Source: an optimization exercise on an open RTL-to-GDS flow (aim: small area, a short achievable clock period and few clock cycles). Production flows keep margins and buffers that such runs may drop.
In this exercise RTL edits were held to simulation tests only and were not proved equivalent to the original.
Power is estimated from default activity; no workload was simulated.

==> design.v <==
module regr_solve (
    input  wire                clk,
    input  wire                rst,
    input  wire                start,
    input  wire [16:0]         n_in,
    input  wire [39:0]         sx_in,
    input  wire signed [47:0]  sy_in,
    input  wire [63:0]         sxx_in,
    input  wire signed [71:0]  sxy_in,
    output wire                ready,
    output wire                done,
    output wire                degen,
    output wire signed [81:0]  delta,
    output wire signed [89:0]  bnum,
    output wire signed [105:0] b
);
    integer t;
    reg [16:0] r_n;
    reg [39:0] r_sx;
    reg [47:0] r_sy;
    reg [63:0] r_sxx;
    reg [71:0] r_sxy;
    reg [81:0] acc_d;
    reg [89:0] acc_b;
    reg [4:0]  m_j;       
    reg        m_run, m_full;
    wire [39:0] in_or = sx_in | {23'd0, n_in};
    reg  [4:0]  in_top;
    always @* begin
        in_top = 5'd0;
        for (t = 0; t < 40; t = t + 1)
            if (in_or[t]) in_top = (t + 1) >> 1;
    end
    wire [42:0] sx_ext = {2'b00, r_sx, 1'b0};
    wire [18:0] n_ext  = {1'b0, r_n, 1'b0};
    wire [2:0]  tri_s  = sx_ext[{m_j, 1'b0} +: 3];
    wire [2:0]  tri_n  = (m_j <= 5'd8) ? n_ext[{m_j[3:0], 1'b0} +: 3] : 3'b000;
    wire n_one = tri_n[0] ^ tri_n[1];
    wire n_two = (tri_n == 3'b011) | (tri_n == 3'b100);
    wire n_neg = tri_n[2] & ~(tri_n[1] & tri_n[0]);
    wire s_one = tri_s[0] ^ tri_s[1];
    wire s_two = (tri_s == 3'b011) | (tri_s == 3'b100);
    wire s_neg = ~tri_s[2] & (tri_s[1] | tri_s[0]);
    wire [81:0] sxx_e = {18'd0, r_sxx};
    wire [81:0] sx_e  = {42'd0, r_sx};
    wire [89:0] sxy_e = {{18{r_sxy[71]}}, r_sxy};
    wire [89:0] sy_e  = {{42{r_sy[47]}}, r_sy};
    wire [81:0] pd_a = ((n_one ? sxx_e : 82'd0) | (n_two ? {sxx_e[80:0], 1'b0} : 82'd0)) ^ {82{n_neg}};
    wire [81:0] pd_b = ((s_one ? sx_e  : 82'd0) | (s_two ? {sx_e[80:0], 1'b0}  : 82'd0)) ^ {82{s_neg}};
    wire [89:0] pb_a = ((n_one ? sxy_e : 90'd0) | (n_two ? {sxy_e[88:0], 1'b0} : 90'd0)) ^ {90{n_neg}};
    wire [89:0] pb_b = ((s_one ? sy_e  : 90'd0) | (s_two ? {sy_e[88:0], 1'b0}  : 90'd0)) ^ {90{s_neg}};
    wire [81:0] d4   = {acc_d[79:0], 1'b0, s_neg};
    wire [89:0] b4   = {acc_b[87:0], 1'b0, s_neg};
    wire [81:0] d_s  = d4 ^ pd_a ^ pd_b;
    wire [81:0] d_c  = {(d4[80:0] & pd_a[80:0]) | (d4[80:0] & pd_b[80:0]) | (pd_a[80:0] & pd_b[80:0]), n_neg};
    wire [89:0] b_s  = b4 ^ pb_a ^ pb_b;
    wire [89:0] b_c  = {(b4[88:0] & pb_a[88:0]) | (b4[88:0] & pb_b[88:0]) | (pb_a[88:0] & pb_b[88:0]), n_neg};
    wire [81:0] d_nx = d_s + d_c;
    wire [89:0] b_nx = b_s + b_c;
    reg [81:0]  o_delta;
    reg [89:0]  o_bnum;
    reg [80:0]  rem;
    reg [105:0] dq;        
    reg [6:0]   d_cnt;     
    reg [6:0]   d_skip;    
    reg         d_run, d_sign, o_neg, o_degen, o_done, o_ready;
    wire        a_neg = acc_b[89];
    wire [89:0] a_inv = acc_b ^ {90{a_neg}};
    wire [89:0] a_mag = a_inv + {89'd0, a_neg};
    reg  [6:0]  bl_b, bl_d;
    always @* begin
        bl_b = 7'd0;
        for (t = 0; t < 90; t = t + 1)
            if (a_inv[t]) bl_b = t + 1;
        bl_d = 7'd0;
        for (t = 0; t < 81; t = t + 1)
            if (acc_d[t]) bl_d = t + 1;
    end
    wire [7:0]  k_raw   = 8'd89 + {1'b0, bl_d} - {1'b0, bl_b} - {7'd0, a_neg};
    wire        a_degen = acc_d[81] | (acc_d == 82'd0);
    wire [82:0] r4   = {rem, dq[105:104]};
    wire [83:0] df1  = {1'b0, r4} - {2'b00, o_delta};
    wire [83:0] df2  = {1'b0, r4} - {1'b0, o_delta, 1'b0};
    wire [83:0] t3x  = {2'b00, o_delta} ^ {1'b0, o_delta, 1'b0} ^ ~{1'b0, r4};
    wire [83:0] t3c  = {({2'b00, o_delta} & {1'b0, o_delta, 1'b0}) | ({2'b00, o_delta} & ~{1'b0, r4}) |
                        ({1'b0, o_delta, 1'b0} & ~{1'b0, r4})} << 1;
    wire [83:0] t3   = t3x + t3c;
    wire        c1   = ~df1[83];
    wire        c2   = ~df2[83];
    wire        c3   = t3[83];
    wire [80:0] r_nx = c3 ? ~t3[80:0] : c2 ? df2[80:0] : c1 ? df1[80:0] : r4[80:0];
    wire [1:0]  q_nx = {c2, c3 | (c1 & ~c2)};
    wire d_free = ~d_run & ~d_sign;
    wire xfer   = m_full & d_free;
    wire acc_st = start & o_ready;
    wire m_last = m_run & (m_j == 5'd0);
    wire d_skp  = (d_skip >= 7'd8) & (d_cnt >= 7'd8);
    wire d_last = d_run & ~d_skp & (d_cnt == 7'd2);
    wire m_run_n  = acc_st | (m_run & ~m_last);
    wire m_full_n = (m_full & ~xfer) | m_last;
    wire d_run_n  = (xfer & ~a_degen) | (d_run & ~d_last);
    wire d_sign_n = d_last & o_neg;
    wire rdy_n    = ~m_run_n & (~m_full_n | (~d_run_n & ~d_sign_n));
    always @(posedge clk) begin
        if (rst) begin
            m_run   <= 1'b0;
            m_full  <= 1'b0;
            d_run   <= 1'b0;
            d_sign  <= 1'b0;
            o_done  <= 1'b0;
            o_ready <= 1'b1;
        end else begin
            m_run   <= m_run_n;
            m_full  <= m_full_n;
            d_run   <= d_run_n;
            d_sign  <= d_sign_n;
            o_ready <= rdy_n;
            o_done  <= (xfer & a_degen) | (d_last & ~o_neg) | d_sign;
        end
    end
    always @(posedge clk) begin
        if (o_ready) begin
            r_n   <= n_in;
            r_sx  <= sx_in;
            r_sy  <= sy_in;
            r_sxx <= sxx_in;
            r_sxy <= sxy_in;
            m_j   <= in_top;
            acc_d <= 82'd0;
            acc_b <= 90'd0;
        end else if (m_run) begin
            acc_d <= d_nx;
            acc_b <= b_nx;
            m_j   <= m_j - 5'd1;
        end
        if (xfer) begin
            o_delta <= acc_d;
            o_bnum  <= acc_b;
            o_neg   <= a_neg;
            o_degen <= a_degen;
            if (k_raw >= 8'd80) begin
                rem    <= {1'b0, a_mag[89:10]};
                dq     <= {a_mag[9:0], 96'd0};
                d_cnt  <= 7'd26;
                d_skip <= k_raw[6:0] - 7'd80;
            end else if (k_raw >= 8'd64) begin
                rem    <= {17'd0, a_mag[89:26]};
                dq     <= {a_mag[25:0], 80'd0};
                d_cnt  <= 7'd42;
                d_skip <= k_raw[6:0] - 7'd64;
            end else begin
                rem    <= 81'd0;
                dq     <= {a_mag, 16'd0};
                d_cnt  <= 7'd106;
                d_skip <= k_raw[6:0];
            end
        end else if (d_run) begin
            if (d_skp) begin
                rem    <= {rem[72:0], dq[105:98]};
                dq     <= {dq[97:0], 8'd0};
                d_skip <= d_skip - 7'd8;
                d_cnt  <= d_cnt - 7'd8;
            end else begin
                rem   <= r_nx;
                dq    <= {dq[103:0], q_nx};
                d_cnt <= d_cnt - 7'd2;
            end
        end else if (d_sign) begin
            dq <= ~dq + 106'd1;
        end
    end
    assign ready = o_ready;
    assign done  = o_done;
    assign degen = o_degen;
    assign delta = o_delta;
    assign bnum  = o_bnum;
    assign b     = dq;
endmodule
==> run.sh <==
#!/bin/bash
# synth_recipe.tcl (not shown) runs the flow's synth.tcl, then flattens the netlist and writes it again
# the make line also repeats each setting of config.mk as NAME=value (left out here)
make -C /OpenROAD-flow-scripts/flow DESIGN_CONFIG=/design/flow/config.mk WORK_HOME=/design/flow/orfs CLKGATE_MAP_FILE= SYNTH_SCRIPT=/design/flow/synth_recipe.tcl finish
==> config.mk <==
export PLATFORM = sky130hd
export DESIGN_NAME = regr_solve
export DESIGN_NICKNAME = regr_solve
export VERILOG_FILES = /design/flow/design.v
export SDC_FILE = /design/flow/constraint.sdc
export NUM_CORES = 4
export LEC_CHECK = 0
export CAP_MARGIN = 20
export CORE_MARGIN = 2
export CORE_UTILIZATION = 40
export SLEW_MARGIN = 20
==> constraint.sdc <==
create_clock -name core_clock -period 20.0 [get_ports {clk}]
set_input_delay 4.0000 -clock core_clock [delete_from_list [all_inputs] [get_ports {clk}]]
set_output_delay 4.0000 -clock core_clock [all_outputs]
set_load 0.01 [all_outputs]
==> results by group <==
Global routing
  • Top Usage Layer GRT: met2
  • Met1 usage: a little over two fifths
  • Via count of the first global-routing pass: about 63,000
  • Overall track demand over capacity in global routing: 30.44%
  • Largest net degree at the start of global routing: ~170
  • First-pass GRT wire length: approximately 430,000 um
  • Initial antenna violation count: 8
  • Sum of overflow across all layers after global routing: 0
  • Met2 GRT Util: a little under half
  • Met3 global-route usage: 4.739%

Placement
  • Buffers added on ports: roughly 520
  • Final HPWL from detailed placement: 227,800 um
  • Total instance count after detailed placement: about 11,000
  • RD Place Congestion: 0.9878

Die
  • Std-Cell Rows: roughly 160
  • Area of the placeable core: 180,900 um2
  • Total die area: between 150,000 and 200,000 um2
  • Chip Height: 431.1 um
  • Effective utilization at floorplan: between 40 and 50%
  • Die X-Extent: between 400 and 500 um
  • Number of placed I/O pins: 525

Logic synthesis
  • Cell taking the most area after synthesis: edfxtp_1
  • Count of unique library cells instantiated by Yosys: 90
  • Count of yosys warnings during synthesis: 1
  • Sequential fraction of the synthesis area: between 30% and 40%
  • Gate count of the mapped netlist: 8,164
  • Synth Net Count: between 9,000 and 10,000
  • Cell with the most instances after synthesis: nor2_1
  • Count of flip-flops with a built-in enable after synthesis: between 600 and 700
  • Top cells by area, synth: edfxtp_1, ha_1, xnor2_1
  • Mean Syn Cell Area: slightly below 9 um2
  • Leading post-synthesis cells by instance count: nor2_1, a21oi_1, edfxtp_1
  • Combined area of all synthesized cells: ~73,000 um2
  • Async set-reset flop share out of synthesis: 0%
  • Post-synth top flop: edfxtp_1
  • Synth Register Bits: 797
  • Post-synth top area share: 25.48%

Clock tree
  • Cell at the root of the clock tree: clkbuf_16
  • Hold-fix buffer count after cts: 0
  • Num CTS Buffers: 96
  • Post-CTS resize count: 0
  • Clk sink count: approximately 800
  • Clock transition at the registers of the reported paths: approximately 0.06 ns
  • Later-pin clock latency in the skew report: between 0.8 and 0.9 ns
  • TritonCTS clock tree: built
  • Clock Tree Buf Depth: 3
  • # Post-CTS Setup Buffers: 0
  • H-tree depth: 3

Timing
  • Post-layout minimum cycle time: approximately 9.5 ns
  • Final Setup Violations: 0
  • Highest clock frequency the design can meet: about 100 MHz
  • Total Neg Setup Slack: 0 ns
  • Max-slew violation count: 0
  • Hold violation total from the final report: 0
  • Clock skew: 0.07818 ns
  • Worst rel slew slack: 16.54%
  • RSZ-0062 raised after global routing: false
  • Share of the clock period used by the worst path: 47.69%
  • Transition time at the pin with the least slew margin: ~1.2 ns

Routing
  • Via density per instance: 6.070
  • Post-DRT Antenna Nets: 0
  • Total number of vias: between 60,000 and 70,000
  • DRT iter0 DRCs: roughly 7,400
  • Detailed-routing iteration count for the pre-antenna-repair pass: 10
  • Number of remaining DRC errors: 0
  • Average routed wire per standard cell: about 27 um
  • Aggregate routed wire length: slightly below 300,000 um

Critical path
  • Biggest fanout along the worst timing path: about 170
  • Slowest-stage cell, CP: dfxtp_4
  • Worst Setup End Kind: register
  • Startpoint kind of the worst setup timing path: register
  • Worst path arrival time: roughly 10 ns
  • Worst setup path class: register to register
  • CP Data Required Time: about 20 ns
  • Crit path largest cell delay: 0.87 ns
  • Most Frequent Cell on Critical Path: o21ai_0

Pwr
  • Power Dens Cells: about 110 nW/um2
  • Static Leakage: around 33 nW
  • IR Drop Worst-Case VDD: approximately 0.00045 V

Final layout
  • Layout Cells excl Fill: between 10,000 and 15,000
  • Area overhead of the layout relative to synthesis: 15.27%
  • Number of nets in the layout: between 9,000 and 10,000
  • Proportion of layout cells with a drive suffix above 1: 5.571%
  • Filler Cell Count: roughly 17,000

Status
  • Outcome: complete, no violations

Min path
  • Classification of the worst-slack hold path: register to register

Flow run
  • Max-cap check violation count: 0
[metrics by stage]
| step | worst slack (ns) | utilization, % | hold WS, ns | power [W] | instance area [um2] |
|---|---|---|---|---|---|
| 2_1_floorplan | 10.37 | - | 0.4064 | 0.005881 | 72960 |
| 3_3_place_gp | 10.90 | 44.65 | 0.4719 | 0.007448 | 80790 |
| 3_5_place_dp | 10.73 | 44.66 | 0.4790 | 0.007485 | 80800 |
| 4_1_cts | 10.65 | 46.45 | 0.4896 | 0.009324 | 84040 |
| 5_1_grt | 9.673 | 46.46 | 0.5206 | 0.01003 | 84070 |
| 6_report | 10.46 | 46.48 | 0.4948 | 0.009417 | 84100 |
[cell type report]
class                   instances  area, um2  area share [%]
flip-flops and latches        797      22170           26.36
multi-input cells            6430      47450           56.42
clock buffers                 124       2579           3.066
diodes                         12      30.03         0.03571
well taps                    2370       2965           3.526
repair buffers                659       6316           7.510
clock inverters                57      656.9          0.7811
inverters                     513       1934           2.300
[flip-flops by register name, summed over array words and instances, names as in the netlist, 5 cells and up]
register  flops
rem          81
d_skip        7
acc_b        90
dq          106
r_sxy        72
m_j           5
d_cnt         6
r_n          17
r_sxx        64
r_sy         48
o_bnum       90
r_sx         40
acc_d        82
o_delta      82
[cells in the final DEF (no fill, tap or decap), types with 71 or more instances in the layout]
cell,count
inv_1,506
a22oi_1,252
o21bai_1,78
nand2b_1,71
nor2_1,723
clkdlybuf4s50_1,524
nor3_1,151
dfxtp_1,174
o21a_1,73
xnor2_1,603
a21o_1,293
fa_1,256
a21oi_1,654
nand3_1,154
clkbuf_16,97
or3_1,83
nor2b_1,72
mux2i_1,161
buf_4,131
a211oi_1,114
xor2_1,232
o21ai_0,512
o22ai_1,77
mux2_2,73
ha_1,445
edfxtp_1,619
and3_1,72
nand2_1,487
[metal layers]
metal,share of wire [%],vias up
met5,0.0045,-
met3,8.2,569
met2,43,3051
met4,6.0,2
li1,-,30540
met1,43,32380
[worst max-delay path: cells and delay by family (launching register included)]
family	cells	cell delay, ns
XOR/XNOR	1	0.20
flip-flops	1	0.87
buffers and inverters	5	1.42
AO/OA/AOI/OAI	17	3.79
AND/OR/NAND/NOR	7	1.42
adder cells (fa/ha/maj)	4	1.23
[power by group]
group | internal (W) | total (W) | switching, W
Clock | 0.00102 | 0.00181 | 0.000794
Sequential | 0.00189 | 0.00212 | 0.000226
Combinational | 0.00196 | 0.00548 | 0.00352
Total | 0.00487 | 0.00942 | 0.00454
[worst paths after layout]
path | depth (start not counted) | startpoint | to | slack (ns)
max | 34 | acc_b[89] | rem[58] | 10.46
min | 0 | acc_d[53] | o_delta[53] | 0.49
max reg2reg | 34 | acc_b[89] | rem[58] | 10.46
min reg2reg | 0 | acc_d[53] | o_delta[53] | 0.49
[kinds of logic after synthesis]
family	Yosys count	synth area share [%]
adder cells (fa/ha/maj)	703	14.69
XOR/XNOR	840	10.08
flip-flops	797	30.36
multiplexers	256	3.999
AO/OA/AOI/OAI	2521	22.30
AND/OR/NAND/NOR	2110	13.71
buffers and inverters	937	4.853
Testbench counts, summed over its fixed seeds: cycles 22,737.

-- port drivers added, routing unchanged --
No port has a modelled driver above. Below, the same layout with a new extraction and two added sets of constraints. Step 1 sets driving cells, clkbuf_16 on the clock port and buf_2 on the other inputs (assumed; they add their load-dependent delay and slew). Step 2 times the ports against the registers' clock, not the clock port: input delays grow and output delays shrink by t, the midpoint of the rising clock arrivals with the driver on. Slacks: no drivers / after step 1 / after step 2; pairs: no drivers / after step 1.
t (ns): 0.863
setup slack, ns: 10.462 / 10.462 / 10.462
hold WS [ns]: 0.495 / 0.495 / 0.495
worst register clock-pin slew, ns: 0.07 / 0.07
worst slew at a driven data input, ns: 0.10
After both steps setup and hold are still met in this run. For this run, drivers alone change the setup slack by 0.000 ns; drivers and shift together by 0.000 ns.
